Source: an optimization exercise on an open RTL-to-GDS flow (aim: small area, a short achievable clock period and few clock cycles). Production flows keep margins and buffers that such runs may drop.
The RTL was checked by simulation tests, not by an equivalence proof against the original design.

==> inputs of job 6029 <==
Design gkm_opu, start of the top module:
module gkm_opu (
    input  wire         clk,
    input  wire         rst_n,
    input  wire         cmd_valid,
    output wire         cmd_ready,
    input  wire [1:0]   cmd_op,        
    input  wire [127:0] cmd_key,       
    input  wire [63:0]  cmd_expect,
    input  wire         in_valid,
    output wire         in_ready,
    input  wire [63:0]  in_data,       
    input  wire [3:0]   in_nbytes,     
    input  wire         in_last,
    output wire         out_valid,
    input  wire         out_ready,
    output wire [63:0]  out_result,
    output wire         out_match
);
clock: 25.0 ns
lec_check: 0
cap_margin: 25
core_margin: 2
core_utilization: 35
place_density: 0.55
slew_margin: 25
standard.sh (not shown) runs the stock make flow with config.mk's settings and CLKGATE_MAP_FILE= SYNTH_SCRIPT=/design/flow/synth_recipe.tcl, a recipe that flattens the netlist after the stock synthesis.
==> flow/flow/run.sh <==
#!/bin/bash
# The standard layout (the standard.sh: ORFS synthesis to finish, unchanged
# steps and settings), except that the buffers ORFS puts on every input and
# output port are sky130_fd_sc_hd__buf_1 instead of the default delay buffer.
set -euo pipefail
export BUFFER_PORTS_ARGS="-buffer_cell sky130_fd_sc_hd__buf_1"
bash standard.sh > standard_flow.log 2>&1
==> inputs of job 5935, as changes to job 6029 <==
--- a/flow/design.v
+++ b/flow/design.v
@@ -24,12 +24,11 @@
                      S_LB   = 4'd5,    
                      S_F1   = 4'd6,
                      S_F2   = 4'd7,
                      S_F3   = 4'd8,
                      S_F4   = 4'd9,
-                     S_FOLD = 4'd10,
-                     S_CMP  = 4'd11;   
+                     S_FOLD = 4'd10;
     reg  [3:0]   st;
     reg          ph;           
     reg          cfin;         
     reg  [1:0]   rc;           
     reg  [1:0]   op;           
@@ -53,19 +52,18 @@
     reg          c_crc;        
     reg          c_crotr;      
     reg          c_crotl;      
     reg          c_done;       
     reg          c_fold;       
-    reg          c_cmp;        
     reg          c_b, c_ff, c_len, c_hb;
     reg          c_wait;       
     reg          c_inj;        
     reg          c_sir;        
     reg          c_sin;        
     reg          c_linj;       
     reg          c_rtake;      
-    reg          c_h01, c_h2, c_h3, c_hres, c_hir;    
+    reg          c_h01, c_h2, c_h3, c_hres;    
     wire [63:0] v0 = v[63:0];
     wire [63:0] v1 = v[127:64];
     wire [63:0] v2 = v[191:128];
     wire [63:0] v3 = v[255:192];
     wire [63:0] m_beat = ir_d | ((ir_last && !ir_n[3]) ? {lenq, ir_n[2:0], 56'd0} : 64'd0);
@@ -112,11 +110,11 @@
     wire [63:0] s_hi   = cx & lom;
     wire [63:0] c64n   = s_hi ^ g64;
     wire [31:0] c32n   = s_hi[31:0] ^ g32;
     wire [63:0] crc_nx = op32 ? {32'd0, c32n} : c64n;
     wire [63:0] crc_rs = op32 ? {32'd0, ~c32n} : ~c64n;
-    wire        res_eq = op32 ? (res[31:0] == v0[31:0]) : (res == v0);
+    wire        crc_mt = op32 ? (~c32n == v0[31:0]) : (~c64n == v0);
     wire take   = cmd_valid && cmd_rdy;
     wire accept = in_valid && in_rdy;
     wire pop    = c_crc || c_hb;
     wire hr     = (st == S_HA) || (st == S_HB) || (st == S_LA) || (st == S_LB) ||
                   (st == S_F1) || (st == S_F2) || (st == S_F3) || (st == S_F4);
@@ -127,21 +125,20 @@
         ph_n = 1'b0;
         if (hr && !ph) begin
             ph_n = (st != S_HA) || ir_full;
         end else begin
             case (st)
-                S_CRC:  if (c_done) st_n = S_CMP;
+                S_CRC:  if (c_done) st_n = S_IDLE;
                 S_HA:   st_n = S_HB;
                 S_HB:   st_n = !ir_last ? S_HA : (ir_n[3] ? S_LA : S_F1);
                 S_LA:   st_n = S_LB;
                 S_LB:   st_n = S_F1;
                 S_F1:   st_n = S_F2;
                 S_F2:   st_n = S_F3;
                 S_F3:   st_n = S_F4;
                 S_F4:   st_n = S_FOLD;
-                S_FOLD: if (c_fold) st_n = S_CMP;
-                S_CMP:  st_n = S_IDLE;
+                S_FOLD: if (c_fold) st_n = S_IDLE;
                 default: st_n = S_IDLE;
             endcase
         end
         if (c_start) begin
             st_n = cop[1] ? S_HA : S_CRC;
@@ -149,11 +146,11 @@
         end
     end
     wire       ir_full_n = accept || (ir_full && !pop);
     wire       ir_last_n = in_rdy ? in_last : ir_last;
     wire [3:0] ir_n_n    = in_rdy ? in_nbytes : ir_n;
-    wire       ov_n      = c_cmp || (ov && !out_ready);
+    wire       ov_n      = c_done || c_fold || (ov && !out_ready);
     wire       pend_n    = c_start || (pend && !take);
     wire       pres_n    = cmd_valid && !take;
     wire [1:0] op_n      = c_start ? cop : op;
     wire       c_crot    = c_crotr || c_crotl;
     wire       cfin_n    = c_crot || (cfin && !c_done && !c_start);
@@ -167,11 +164,11 @@
     wire       crot_n    = beat_n && ir_last_n && !ir_n_n[3] && (!cfin_n || rc_n != 2'd0);
     wire       rleft_n   = ir_n_n[2] && (ir_n_n[1:0] != 2'd0);
     wire       crc_n     = beat_n && !crot_n && !(ir_last_n && ov_n);
     wire       done_n    = crc_n && ir_last_n;
     wire       fold_n    = (st_n == S_FOLD) && !pend_n && !ov_n;
-    wire       start_n   = ((st_n == S_IDLE) || (st_n == S_CMP)) && pres_n && !pend_n;
+    wire       start_n   = ((st_n == S_IDLE) || done_n || fold_n) && pres_n && !pend_n;
     wire       rdy_n     = pend_n && (!op_n[1] || (fin_n && !ov_n));
     wire       hb2_n     = (st_n == S_HB) && ph_n;
     wire       in_rdy_n  = !ir_full_n || crc_n || hb2_n;
     wire       p1_n      = hr_n && !ph_n && !((st_n == S_HA) && !ir_full_n);
     wire       p2_n      = hr_n && ph_n;
@@ -203,11 +200,10 @@
             c_crc    <= 1'b0;
             c_crotr  <= 1'b0;
             c_crotl  <= 1'b0;
             c_done   <= 1'b0;
             c_fold   <= 1'b0;
-            c_cmp    <= 1'b0;
             c_wait   <= 1'b0;
             c_inj    <= 1'b0;
             c_sir    <= 1'b0;
             c_sin    <= 1'b0;
             c_linj   <= 1'b0;
@@ -218,11 +214,10 @@
             c_rtake  <= 1'b0;
             c_h01    <= 1'b0;
             c_h2     <= 1'b0;
             c_h3     <= 1'b0;
             c_hres   <= 1'b0;
-            c_hir    <= 1'b0;
         end else begin
             st       <= st_n;
             ph       <= ph_n;
             cfin     <= cfin_n;
             rc       <= rc_n;
@@ -242,26 +237,24 @@
             c_crc    <= crc_n;
             c_crotr  <= crot_n && !rleft_n;
             c_crotl  <= crot_n && rleft_n;
             c_done   <= done_n;
             c_fold   <= fold_n;
-            c_cmp    <= (st_n == S_CMP);
             c_wait   <= wait_n;
             c_inj    <= hb2_n && !ir_last_n;
             c_sir    <= start_n && ir_full_n && !crc_n;
             c_sin    <= start_n && in_rdy_n;
             c_linj   <= hb2_n && ir_last_n && ir_n_n[3];
             c_b      <= ((st_n == S_HB) || (st_n == S_LB)) && ph_n;
             c_ff     <= ((st_n == S_HB && ir_last_n && !ir_n_n[3]) || (st_n == S_LB)) && ph_n;
             c_len    <= (st_n == S_LA) || (st_n == S_LB);
             c_hb     <= hb2_n;
             c_rtake  <= rtake_n;
-            c_h01    <= !(start_n || p1_n || p2_n || fold_n);
+            c_h01    <= !(start_n || p1_n || p2_n);
             c_h2     <= !(start_n || p1_n || p2_n || crc_n || crot_n);
             c_h3     <= !(start_n || p1_n || p2_n);      
             c_hres   <= !(rtake_n || done_n || fold_n);
-            c_hir    <= !in_rdy_n && !crot_n;
         end
     end
     always @(posedge clk) begin
         cop <= cmd_op;
         if (c_start) begin
@@ -270,11 +263,12 @@
         end
         if (in_rdy) begin
             ir_n    <= in_nbytes;
             ir_last <= in_last;
         end
-        ir_d <= ({64{in_rdy}} & in_m) | ({64{c_hir}} & ir_d);
+        if (in_rdy || c_crot)
+            ir_d    <= in_m & {64{in_rdy}};
         if (c_start)
             lenq <= 5'd0;
         else if (c_hb)
             lenq <= lenq + 5'd1;
         v[255:192] <= (({64{c_start}} & (cmd_key[127:64] ^ 64'h7465646279746573)) |
@@ -284,11 +278,10 @@
                       ({64{c_p1 || c_p2}} & hz) |
                       ({64{c_h01}}   & v1);
         v[63:0]    <= ({64{c_start}} & (cop[1] ? (cmd_key[63:0] ^ 64'h736f6d6570736575) : cmd_expect)) |
                       ({64{c_p1}}    & {ha[31:0], ha[63:32]}) |
                       ({64{c_p2}}    & (ha ^ (m & {64{c_b}}))) |
-                      ({64{c_fold}}  & res) |
                       ({64{c_h01}}   & v0);
         v[191:128] <= ({64{c_start}} & (cop[1] ? (cmd_key[63:0] ^ 64'h6c7967656e657261) :
                                         (cop[0] ? 64'hFFFFFFFFFFFFFFFF : 64'h00000000FFFFFFFF))) |
                       ({64{c_p1}}    & hb) |
                       ({64{c_p2}}    & ({hb[31:0], hb[63:32]} ^ {56'd0, {8{c_ff}}})) |
@@ -298,12 +291,14 @@
                       ({64{c_h2}}    & v2);
         res <= ({64{c_rtake}} & cmd_expect) |
                ({64{c_done}}  & crc_rs) |
                ({64{c_fold}}  & hsh) |
                ({64{c_hres}}  & res);
-        if (c_cmp)
-            match <= res_eq;
+        if (c_done)
+            match <= crc_mt;
+        else if (c_fold)
+            match <= (hsh == res);
     end
     assign cmd_ready  = cmd_rdy;
     assign in_ready   = in_rdy_o;
     assign out_valid  = ov;
     assign out_result = res;
==> flow/flow/run.sh (replaced) <==
#!/bin/bash
# The standard layout (the standard.sh: ORFS synthesis to finish, unchanged
# steps and settings), except that the buffers ORFS puts on every input and
# output port are sky130_fd_sc_hd__buf_2 instead of the default delay buffer.
set -euo pipefail
export BUFFER_PORTS_ARGS="-buffer_cell sky130_fd_sc_hd__buf_2"
bash standard.sh > standard_flow.log 2>&1
==> inputs of job 9940, as changes to job 6029 <==
==> flow/flow/run.sh (replaced) <==
#!/bin/bash
# The standard layout (the standard.sh: ORFS synthesis to finish, unchanged
# steps and settings), except that the buffers ORFS puts on every input and
# output port are sky130_fd_sc_hd__buf_2 instead of the default delay buffer.
set -euo pipefail
export BUFFER_PORTS_ARGS="-buffer_cell sky130_fd_sc_hd__buf_2"
bash standard.sh > standard_flow.log 2>&1
--- a/flow/config.mk
+++ b/flow/config.mk
@@ -5,8 +5,8 @@
 export SDC_FILE = /design/flow/constraint.sdc
 export NUM_CORES = 4
 export LEC_CHECK = 0
 export CAP_MARGIN = 25
 export CORE_MARGIN = 2
-export CORE_UTILIZATION = 35
-export PLACE_DENSITY = 0.55
+export CORE_UTILIZATION = 45
+export PLACE_DENSITY = 0.62
 export SLEW_MARGIN = 25
==> reports/metrics.cfg <==
[status]
status=timing/DRC/antenna clean

[worst_setup_path]
cp_num_cells=17

[layout]
seq_share_pct=17.6
fill_cells=13300
fin_cells=7480

[timing]
slew_headroom_pct=11.4

[synthesis]
synth_xor_area_share_pct=38.5

[drt]
vias_per_cell=6.89

[grt]
grt_pass1_wl_um=474000

[end of results for job 5935]
==> reports/metrics.cfg <==
[status]
status=timing/DRC/antenna clean

[layout]
fin_cells=7085
non_clock_buffer_count=586
fill_cells=12900
seq_share_pct=17.6

[synthesis]
synth.avg_cell_area_um2=8.69
synth_xor_area_share_pct=38.3

[grt]
grt_pass1_wl_um=425000

[drt]
vias_per_cell=6.50
vias=46000

[flow_run]
max-cap-violations=0

[worst_setup_path]
cp_num_cells=5

[timing]
finalHoldViolCount=0
slew_headroom_pct=15.9

[floorplan]
tap_cells=1637

[end of results for job 6029]
==> reports/metrics.cfg <==
[status]
status=timing/DRC/antenna clean

[grt]
grt_pass1_wl_um=396000
grtUsageMet2_pct=80.9

[worst_setup_path]
cp_num_cells=1
r2r_cells=13

[layout]
drive_gt1_share_pct=15.9
seq_share_pct=17.6
fill_cells=9224
fin_cells=6694

[drt]
vias_per_cell=7.19

[synthesis]
synth_xor_area_share_pct=38.3

[end of results for job 9940]
Testbench counts of job 6029, summed over its fixed seeds: cycles 98,169.
Testbench counts of job 5935, summed over its fixed seeds: cycles 97,537.
Testbench counts of job 9940, summed over its fixed seeds: cycles 98,169.

* * *

==> run B: inputs <==
Another version of the RTL of gkm_opu (not shown whole).
clock: 25.0 ns
lec_check: 0
cap_margin: 20
core_margin: 2
core_utilization: 40
place_density: 0.6
slew_margin: 20
run.sh (not shown) runs the stock make flow with config.mk's settings and CLKGATE_MAP_FILE= SYNTH_SCRIPT=/design/flow/synth_recipe.tcl, a recipe that flattens the netlist after the stock synthesis.
Stock flow here: none of the scripts above is used.
==> inputs of run F, as changes to run B <==
--- a/flow/design.v
+++ b/flow/design.v
@@ -32,11 +32,10 @@
     reg          op32;         
     reg          pend;         
     reg          cmd_pres;     
     reg  [1:0]   cop;          
     reg          cmd_rdy, in_rdy, ov;
-    reg          in_rdy_o;     
     reg          ir_full, ir_last;
     reg  [3:0]   ir_n;
     reg  [63:0]  ir_d;         
     reg  [255:0] v;            
     reg  [63:0]  res;
@@ -157,11 +156,10 @@
             st       <= S_IDLE;
             pend     <= 1'b0;
             cmd_pres <= 1'b0;
             cmd_rdy  <= 1'b0;
             in_rdy   <= 1'b1;
-            in_rdy_o <= 1'b1;
             ov       <= 1'b0;
             ir_full  <= 1'b0;
             c_start  <= 1'b0;
             c_run    <= 1'b0;
             c_crc    <= 1'b0;
@@ -181,12 +179,10 @@
             st       <= st_n;
             pend     <= pend_n;
             cmd_pres <= pres_n;
             cmd_rdy  <= rdy_n;
             in_rdy   <= in_rdy_n;
-            in_rdy_o <= !ir_full_n || (st_n == S_HB) ||
-                        ((st_n == S_CRC) && !(ir_last_n && ov_n));
             ov       <= ov_n;
             ir_full  <= ir_full_n;
             c_start  <= start_n;
             c_run    <= (st_n == S_HA && ir_full_n) || (st_n == S_HB) || (st_n == S_LA) ||
                         (st_n == S_LB) || (st_n == S_F1) || (st_n == S_F2) ||
@@ -245,11 +241,11 @@
             res   <= hsh;
             match <= (hsh == res);
         end
     end
     assign cmd_ready  = cmd_rdy;
-    assign in_ready   = in_rdy_o;
+    assign in_ready   = in_rdy;
     assign out_valid  = ov;
     assign out_result = res;
     assign out_match  = match;
 endmodule
 module gkm_sipround (
CORE_UTILIZATION = 72   (was 40)
PLACE_DENSITY = 0.85   (was 0.6)
==> notes <==
Run B ran to the end with no violations. Run F aborted during 5_1_grt. Of run F and run B, run B has the higher synthesized cell count (gap about 1.6%, measured against run B). Of run B and run F, run B has the higher synthesized area (gap about 2.3%, measured against run F).
Testbench counts of run B, summed over its fixed seeds: cycles 67,736.
Testbench counts of run F, summed over its fixed seeds: cycles 67,736.

* * *

==> run a: inputs <==
Another version of the RTL of gkm_opu (not shown whole).
export LEC_CHECK = 0
export CAP_MARGIN = 25
export CORE_MARGIN = 2
export CORE_UTILIZATION = 35
export PLACE_DENSITY = 0.55
export SLEW_MARGIN = 25
create_clock -name core_clock -period 25.0 [get_ports {clk}]
standard.sh (not shown) runs the stock make flow with config.mk's settings and CLKGATE_MAP_FILE= SYNTH_SCRIPT=/design/flow/synth_recipe.tcl, a recipe that flattens the netlist after the stock synthesis.
==> flow/flow/run.sh <==
#!/bin/bash
# The standard layout (the standard.sh: ORFS synthesis to finish, unchanged
# steps and settings), except that the buffers ORFS puts on every input and
# output port are sky130_fd_sc_hd__buf_2 instead of the default delay buffer.
set -euo pipefail
export BUFFER_PORTS_ARGS="-buffer_cell sky130_fd_sc_hd__buf_2"
bash standard.sh > standard_flow.log 2>&1
==> inputs of run b, as changes to run a <==
--- a/flow/design.v
+++ b/flow/design.v
@@ -23,16 +23,18 @@
                      S_LA   = 4'd4,    
                      S_LB   = 4'd5,    
                      S_F1   = 4'd6,
                      S_F2   = 4'd7,
                      S_F3   = 4'd8,
                      S_F4   = 4'd9,
-                     S_FOLD = 4'd10;
+                     S_FOLD = 4'd10,
+                     S_CMP  = 4'd11;   
     reg  [3:0]   st;
     reg          ph;           
     reg          cfin;         
+    reg  [1:0]   rc;           
     reg  [1:0]   op;           
     reg          op32;         
     reg          pend;         
     reg          cmd_pres;     
     reg  [1:0]   cop;          
     reg          cmd_rdy, in_rdy, ov;
@@ -46,23 +48,25 @@
     reg  [4:0]   lenq;         
     reg          c_start;      
     reg          c_p1;         
     reg          c_p2;         
     reg          c_ph;         
     reg          c_crc;        
-    reg          c_crot;       
+    reg          c_crotr;      
+    reg          c_crotl;      
     reg          c_done;       
     reg          c_fold;       
+    reg          c_cmp;        
     reg          c_b, c_ff, c_len, c_hb;
     reg          c_wait;       
     reg          c_inj;        
     reg          c_sir;        
     reg          c_sin;        
     reg          c_linj;       
     reg          c_rtake;      
-    reg          c_h01, c_h2, c_h3, c_hres;
+    reg          c_h01, c_h2, c_h3, c_hres, c_hir;    
     wire [63:0] v0 = v[63:0];
     wire [63:0] v1 = v[127:64];
     wire [63:0] v2 = v[191:128];
     wire [63:0] v3 = v[255:192];
     wire [63:0] m_beat = ir_d | ((ir_last && !ir_n[3]) ? {lenq, ir_n[2:0], 56'd0} : 64'd0);
     wire [63:0] m      = c_len ? {lenq, 3'b000, 56'd0} : m_beat;
@@ -85,17 +89,13 @@
         end
     endgenerate
     wire [63:0] inj = ({64{c_sir}} & (ir_d | ((ir_last && !ir_n[3]) ? {5'd0, ir_n[2:0], 56'd0} : 64'd0))) |
                       ({64{c_sin || c_inj || c_wait}} & in_mv) |
                       ({64{c_linj}} & {lenq + 5'd1, 3'b000, 56'd0});
     wire [63:0] hsh = v0 ^ v1 ^ v2 ^ v3;
-    wire [63:0] cx   = v2 ^ (ir_d & {64{!cfin}});
-    wire [2:0]  rb   = ir_n[2:0];            
-    wire [63:0] cx1  = rb[0] ? {cx[7:0],   cx[63:8]}  : cx;
-    wire [63:0] cx2  = rb[1] ? {cx1[15:0], cx1[63:16]} : cx1;
-    wire [63:0] crt  = rb[2] ? {cx2[31:0], cx2[63:32]} : cx2;
+    wire [63:0] cx   = v2 ^ ir_d;
     wire [7:0]  lob;
     genvar gj;
     generate
         for (gj = 0; gj < 8; gj = gj + 1) begin : g_lob
             assign lob[gj] = (ir_n <= 4'd7 - gj);
         end
@@ -111,13 +111,13 @@
     gkm_crc_g u_crc (.t(cx & ~lom), .g64(g64), .g32(g32));
     wire [63:0] s_hi   = cx & lom;
     wire [63:0] c64n   = s_hi ^ g64;
     wire [31:0] c32n   = s_hi[31:0] ^ g32;
     wire [63:0] crc_nx = op32 ? {32'd0, c32n} : c64n;
     wire [63:0] crc_rs = op32 ? {32'd0, ~c32n} : ~c64n;
-    wire        crc_mt = op32 ? (~c32n == v0[31:0]) : (~c64n == v0);
+    wire        res_eq = op32 ? (res[31:0] == v0[31:0]) : (res == v0);
     wire take   = cmd_valid && cmd_rdy;
     wire accept = in_valid && in_rdy;
     wire pop    = c_crc || c_hb;
     wire hr     = (st == S_HA) || (st == S_HB) || (st == S_LA) || (st == S_LB) ||
                   (st == S_F1) || (st == S_F2) || (st == S_F3) || (st == S_F4);
     reg [3:0] st_n;
@@ -126,48 +126,53 @@
         st_n = st;
         ph_n = 1'b0;
         if (hr && !ph) begin
             ph_n = (st != S_HA) || ir_full;
         end else begin
             case (st)
-                S_CRC:  if (c_done) st_n = S_IDLE;
+                S_CRC:  if (c_done) st_n = S_CMP;
                 S_HA:   st_n = S_HB;
                 S_HB:   st_n = !ir_last ? S_HA : (ir_n[3] ? S_LA : S_F1);
                 S_LA:   st_n = S_LB;
                 S_LB:   st_n = S_F1;
                 S_F1:   st_n = S_F2;
                 S_F2:   st_n = S_F3;
                 S_F3:   st_n = S_F4;
                 S_F4:   st_n = S_FOLD;
-                S_FOLD: if (c_fold) st_n = S_IDLE;
+                S_FOLD: if (c_fold) st_n = S_CMP;
+                S_CMP:  st_n = S_IDLE;
                 default: st_n = S_IDLE;
             endcase
         end
         if (c_start) begin
             st_n = cop[1] ? S_HA : S_CRC;
             ph_n = 1'b0;
         end
     end
     wire       ir_full_n = accept || (ir_full && !pop);
     wire       ir_last_n = in_rdy ? in_last : ir_last;
     wire [3:0] ir_n_n    = in_rdy ? in_nbytes : ir_n;
-    wire       ov_n      = c_done || c_fold || (ov && !out_ready);
+    wire       ov_n      = c_cmp || (ov && !out_ready);
     wire       pend_n    = c_start || (pend && !take);
     wire       pres_n    = cmd_valid && !take;
     wire [1:0] op_n      = c_start ? cop : op;
+    wire       c_crot    = c_crotr || c_crotl;
     wire       cfin_n    = c_crot || (cfin && !c_done && !c_start);
+    wire [1:0] rsteps    = ir_n[2] ? (ir_n[1:0] == 2'd0 ? 2'd3 : ~ir_n[1:0]) : ir_n[1:0] - 2'd1;
+    wire [1:0] rc_n      = c_crot ? (cfin ? rc - 2'd1 : rsteps) : rc;
     wire       fin_n     = (st_n == S_LA) || (st_n == S_LB) || (st_n == S_F1) || (st_n == S_F2) ||
                            (st_n == S_F3) || (st_n == S_F4) || (st_n == S_FOLD);
     wire       hr_n      = (st_n == S_HA) || (st_n == S_HB) || (st_n == S_LA) || (st_n == S_LB) ||
                            (st_n == S_F1) || (st_n == S_F2) || (st_n == S_F3) || (st_n == S_F4);
     wire       beat_n    = (st_n == S_CRC) && ir_full_n;
-    wire       crot_n    = beat_n && ir_last_n && !ir_n_n[3] && !cfin_n;
+    wire       crot_n    = beat_n && ir_last_n && !ir_n_n[3] && (!cfin_n || rc_n != 2'd0);
+    wire       rleft_n   = ir_n_n[2] && (ir_n_n[1:0] != 2'd0);
     wire       crc_n     = beat_n && !crot_n && !(ir_last_n && ov_n);
     wire       done_n    = crc_n && ir_last_n;
     wire       fold_n    = (st_n == S_FOLD) && !pend_n && !ov_n;
-    wire       start_n   = ((st_n == S_IDLE) || done_n || fold_n) && pres_n && !pend_n;
+    wire       start_n   = ((st_n == S_IDLE) || (st_n == S_CMP)) && pres_n && !pend_n;
     wire       rdy_n     = pend_n && (!op_n[1] || (fin_n && !ov_n));
     wire       hb2_n     = (st_n == S_HB) && ph_n;
     wire       in_rdy_n  = !ir_full_n || crc_n || hb2_n;
     wire       p1_n      = hr_n && !ph_n && !((st_n == S_HA) && !ir_full_n);
     wire       p2_n      = hr_n && ph_n;
     wire       wait_n    = (st_n == S_HA) && !ph_n && !ir_full_n;
@@ -180,27 +185,30 @@
     endgenerate
     always @(posedge clk) begin
         if (!rst_n) begin
             st       <= S_IDLE;
             ph       <= 1'b0;
             cfin     <= 1'b0;
+            rc       <= 2'd0;
             pend     <= 1'b0;
             cmd_pres <= 1'b0;
             cmd_rdy  <= 1'b0;
             in_rdy   <= 1'b1;
             in_rdy_o <= 1'b1;
             ov       <= 1'b0;
             ir_full  <= 1'b0;
             c_start  <= 1'b0;
             c_p1     <= 1'b0;
             c_p2     <= 1'b0;
             c_ph     <= 1'b0;
             c_crc    <= 1'b0;
-            c_crot   <= 1'b0;
+            c_crotr  <= 1'b0;
+            c_crotl  <= 1'b0;
             c_done   <= 1'b0;
             c_fold   <= 1'b0;
+            c_cmp    <= 1'b0;
             c_wait   <= 1'b0;
             c_inj    <= 1'b0;
             c_sir    <= 1'b0;
             c_sin    <= 1'b0;
             c_linj   <= 1'b0;
             c_b      <= 1'b0;
@@ -209,90 +217,94 @@
             c_hb     <= 1'b0;
             c_rtake  <= 1'b0;
             c_h01    <= 1'b0;
             c_h2     <= 1'b0;
             c_h3     <= 1'b0;
             c_hres   <= 1'b0;
+            c_hir    <= 1'b0;
         end else begin
             st       <= st_n;
             ph       <= ph_n;
             cfin     <= cfin_n;
+            rc       <= rc_n;
             pend     <= pend_n;
             cmd_pres <= pres_n;
             cmd_rdy  <= rdy_n;
             in_rdy   <= in_rdy_n;
             in_rdy_o <= !ir_full_n || ((st_n == S_HB) && ph_n) ||
                         ((st_n == S_CRC) && !(ir_last_n && ov_n) &&
-                         !(ir_last_n && !ir_n_n[3] && !cfin_n));
+                         !(ir_last_n && !ir_n_n[3] && (!cfin_n || rc_n != 2'd0)));
             ov       <= ov_n;
             ir_full  <= ir_full_n;
             c_start  <= start_n;
             c_p1     <= p1_n;
             c_p2     <= p2_n;
             c_ph     <= ph_n;
             c_crc    <= crc_n;
-            c_crot   <= crot_n;
+            c_crotr  <= crot_n && !rleft_n;
+            c_crotl  <= crot_n && rleft_n;
             c_done   <= done_n;
             c_fold   <= fold_n;
+            c_cmp    <= (st_n == S_CMP);
             c_wait   <= wait_n;
             c_inj    <= hb2_n && !ir_last_n;
             c_sir    <= start_n && ir_full_n && !crc_n;
             c_sin    <= start_n && in_rdy_n;
             c_linj   <= hb2_n && ir_last_n && ir_n_n[3];
             c_b      <= ((st_n == S_HB) || (st_n == S_LB)) && ph_n;
             c_ff     <= ((st_n == S_HB && ir_last_n && !ir_n_n[3]) || (st_n == S_LB)) && ph_n;
             c_len    <= (st_n == S_LA) || (st_n == S_LB);
             c_hb     <= hb2_n;
             c_rtake  <= rtake_n;
-            c_h01    <= !(start_n || p1_n || p2_n);
+            c_h01    <= !(start_n || p1_n || p2_n || fold_n);
             c_h2     <= !(start_n || p1_n || p2_n || crc_n || crot_n);
-            c_h3     <= !(start_n || p1_n || p2_n || wait_n);
+            c_h3     <= !(start_n || p1_n || p2_n);      
             c_hres   <= !(rtake_n || done_n || fold_n);
+            c_hir    <= !in_rdy_n && !crot_n;
         end
     end
     always @(posedge clk) begin
         cop <= cmd_op;
         if (c_start) begin
             op   <= cop;
             op32 <= (cop == 2'd0);
         end
         if (in_rdy) begin
-            ir_d    <= in_m;
             ir_n    <= in_nbytes;
             ir_last <= in_last;
         end
+        ir_d <= ({64{in_rdy}} & in_m) | ({64{c_hir}} & ir_d);
         if (c_start)
             lenq <= 5'd0;
         else if (c_hb)
             lenq <= lenq + 5'd1;
-        v[255:192] <= ({64{c_start}} & (cmd_key[127:64] ^ 64'h7465646279746573 ^ inj)) |
-                      ({64{c_p1 || c_p2}} & (hy ^ inj)) |
-                      ({64{c_wait}}  & (v3 ^ inj)) |
-                      ({64{c_h3}}    & v3);
+        v[255:192] <= (({64{c_start}} & (cmd_key[127:64] ^ 64'h7465646279746573)) |
+                       ({64{c_p1 || c_p2}} & hy) |
+                       ({64{c_h3}}    & v3)) ^ inj;
         v[127:64]  <= ({64{c_start}} & (cmd_key[127:64] ^ 64'h646f72616e646f6d)) |
                       ({64{c_p1 || c_p2}} & hz) |
                       ({64{c_h01}}   & v1);
         v[63:0]    <= ({64{c_start}} & (cop[1] ? (cmd_key[63:0] ^ 64'h736f6d6570736575) : cmd_expect)) |
                       ({64{c_p1}}    & {ha[31:0], ha[63:32]}) |
                       ({64{c_p2}}    & (ha ^ (m & {64{c_b}}))) |
+                      ({64{c_fold}}  & res) |
                       ({64{c_h01}}   & v0);
         v[191:128] <= ({64{c_start}} & (cop[1] ? (cmd_key[63:0] ^ 64'h6c7967656e657261) :
                                         (cop[0] ? 64'hFFFFFFFFFFFFFFFF : 64'h00000000FFFFFFFF))) |
                       ({64{c_p1}}    & hb) |
                       ({64{c_p2}}    & ({hb[31:0], hb[63:32]} ^ {56'd0, {8{c_ff}}})) |
                       ({64{c_crc && !c_start}} & crc_nx) |
-                      ({64{c_crot}}  & crt) |
+                      ({64{c_crotr}} & {cx[7:0], cx[63:8]}) |
+                      ({64{c_crotl}} & {cx[55:0], cx[63:56]}) |
                       ({64{c_h2}}    & v2);
         res <= ({64{c_rtake}} & cmd_expect) |
                ({64{c_done}}  & crc_rs) |
                ({64{c_fold}}  & hsh) |
                ({64{c_hres}}  & res);
-        if (c_done)
-            match <= crc_mt;
-        else if (c_fold)
-            match <= (hsh == res);
+        if (c_cmp)
+            match <= res_eq;
     end
     assign cmd_ready  = cmd_rdy;
     assign in_ready   = in_rdy_o;
     assign out_valid  = ov;
     assign out_result = res;
     assign out_match  = match;
==> comparison table <==
quantity	run b	run a
Result of the run	timing/DRC/antenna clean	timing/DRC/antenna clean
Total inserted antenna cells	14	32
Area occupied by registers	8800 sq um	9380 sq um
Worst r2r path cells	13	16
Highest clock frequency the design can meet	153 MHz	138 MHz
Global-route wire length before repair	399 mm	563 mm
Total core area	123000 sq um	142000 sq um
Y dimension of the die	357 microns	383 microns
Crit path setup slack, layout	18460 ps	17740 ps
Signal buffers	527	637
Area used by multi-input combinational logic	33600 sq um	39600 sq um
Synthesized-area fraction occupied by and/or/nand/nor cells	8.88%	11.9%
Inverters	108	149
Via count of the first global-routing pass	41900	52300
Met1 demand-to-capacity share in global routing	57.1%	60.8%
Routability congestion estimate from global placement	1.14	1.18
Proportion of netlist area held by the largest area contributor	24.0%	20.9%
End of the worst register-to-register path	v[131]	match
Die boundary width	357 microns	383 microns
Share of post-route cells with drive strength above 1	15.2%	15.6%
Routed met2 length	124 mm	172 mm
Average cell area after synthesis	8.69 sq um	8.70 sq um
Testbench counts of run a, summed over its fixed seeds: cycles 96,990.
Testbench counts of run b, summed over its fixed seeds: cycles 98,169.

[static timing again, ports no longer ideal]
How much do the figures lean on ideal ports? The routed layouts below were timed once more, with nothing changed but the port constraints.
Step 1 sets driving cells, clkbuf_16 on the clock port and buf_2 on the other inputs (assumed; they add their load-dependent delay and slew).
Step 2 also shifts input and output timing later by t, the mid clock arrival at the registers, as if the neighbouring blocks saw the same clock.
Three values: ideal ports, drivers, drivers and shift; two values: the first two.
run	t (ns)	setup WS [ns]	worst data-port slew with drivers (ns)
job 6029	0.758	18.213 / 18.281 / 17.522	0.11
job 5935	0.728	18.040 / 18.040 / 17.673	0.10
job 9940	0.786	18.440 / 18.354 / 17.939	0.09
run B of note 2	0.765	15.152 / 15.152 / 15.152	0.12
run a of note 3	0.766	17.741 / 17.741 / 17.548	0.15
run b of note 3	0.735	18.459 / 18.382 / 17.937	0.11
After both steps setup and hold are still met in every run listed. The setup slack of job 6029, which loses most, moves by +0.068 ns with the drivers and by -0.691 ns with both steps.
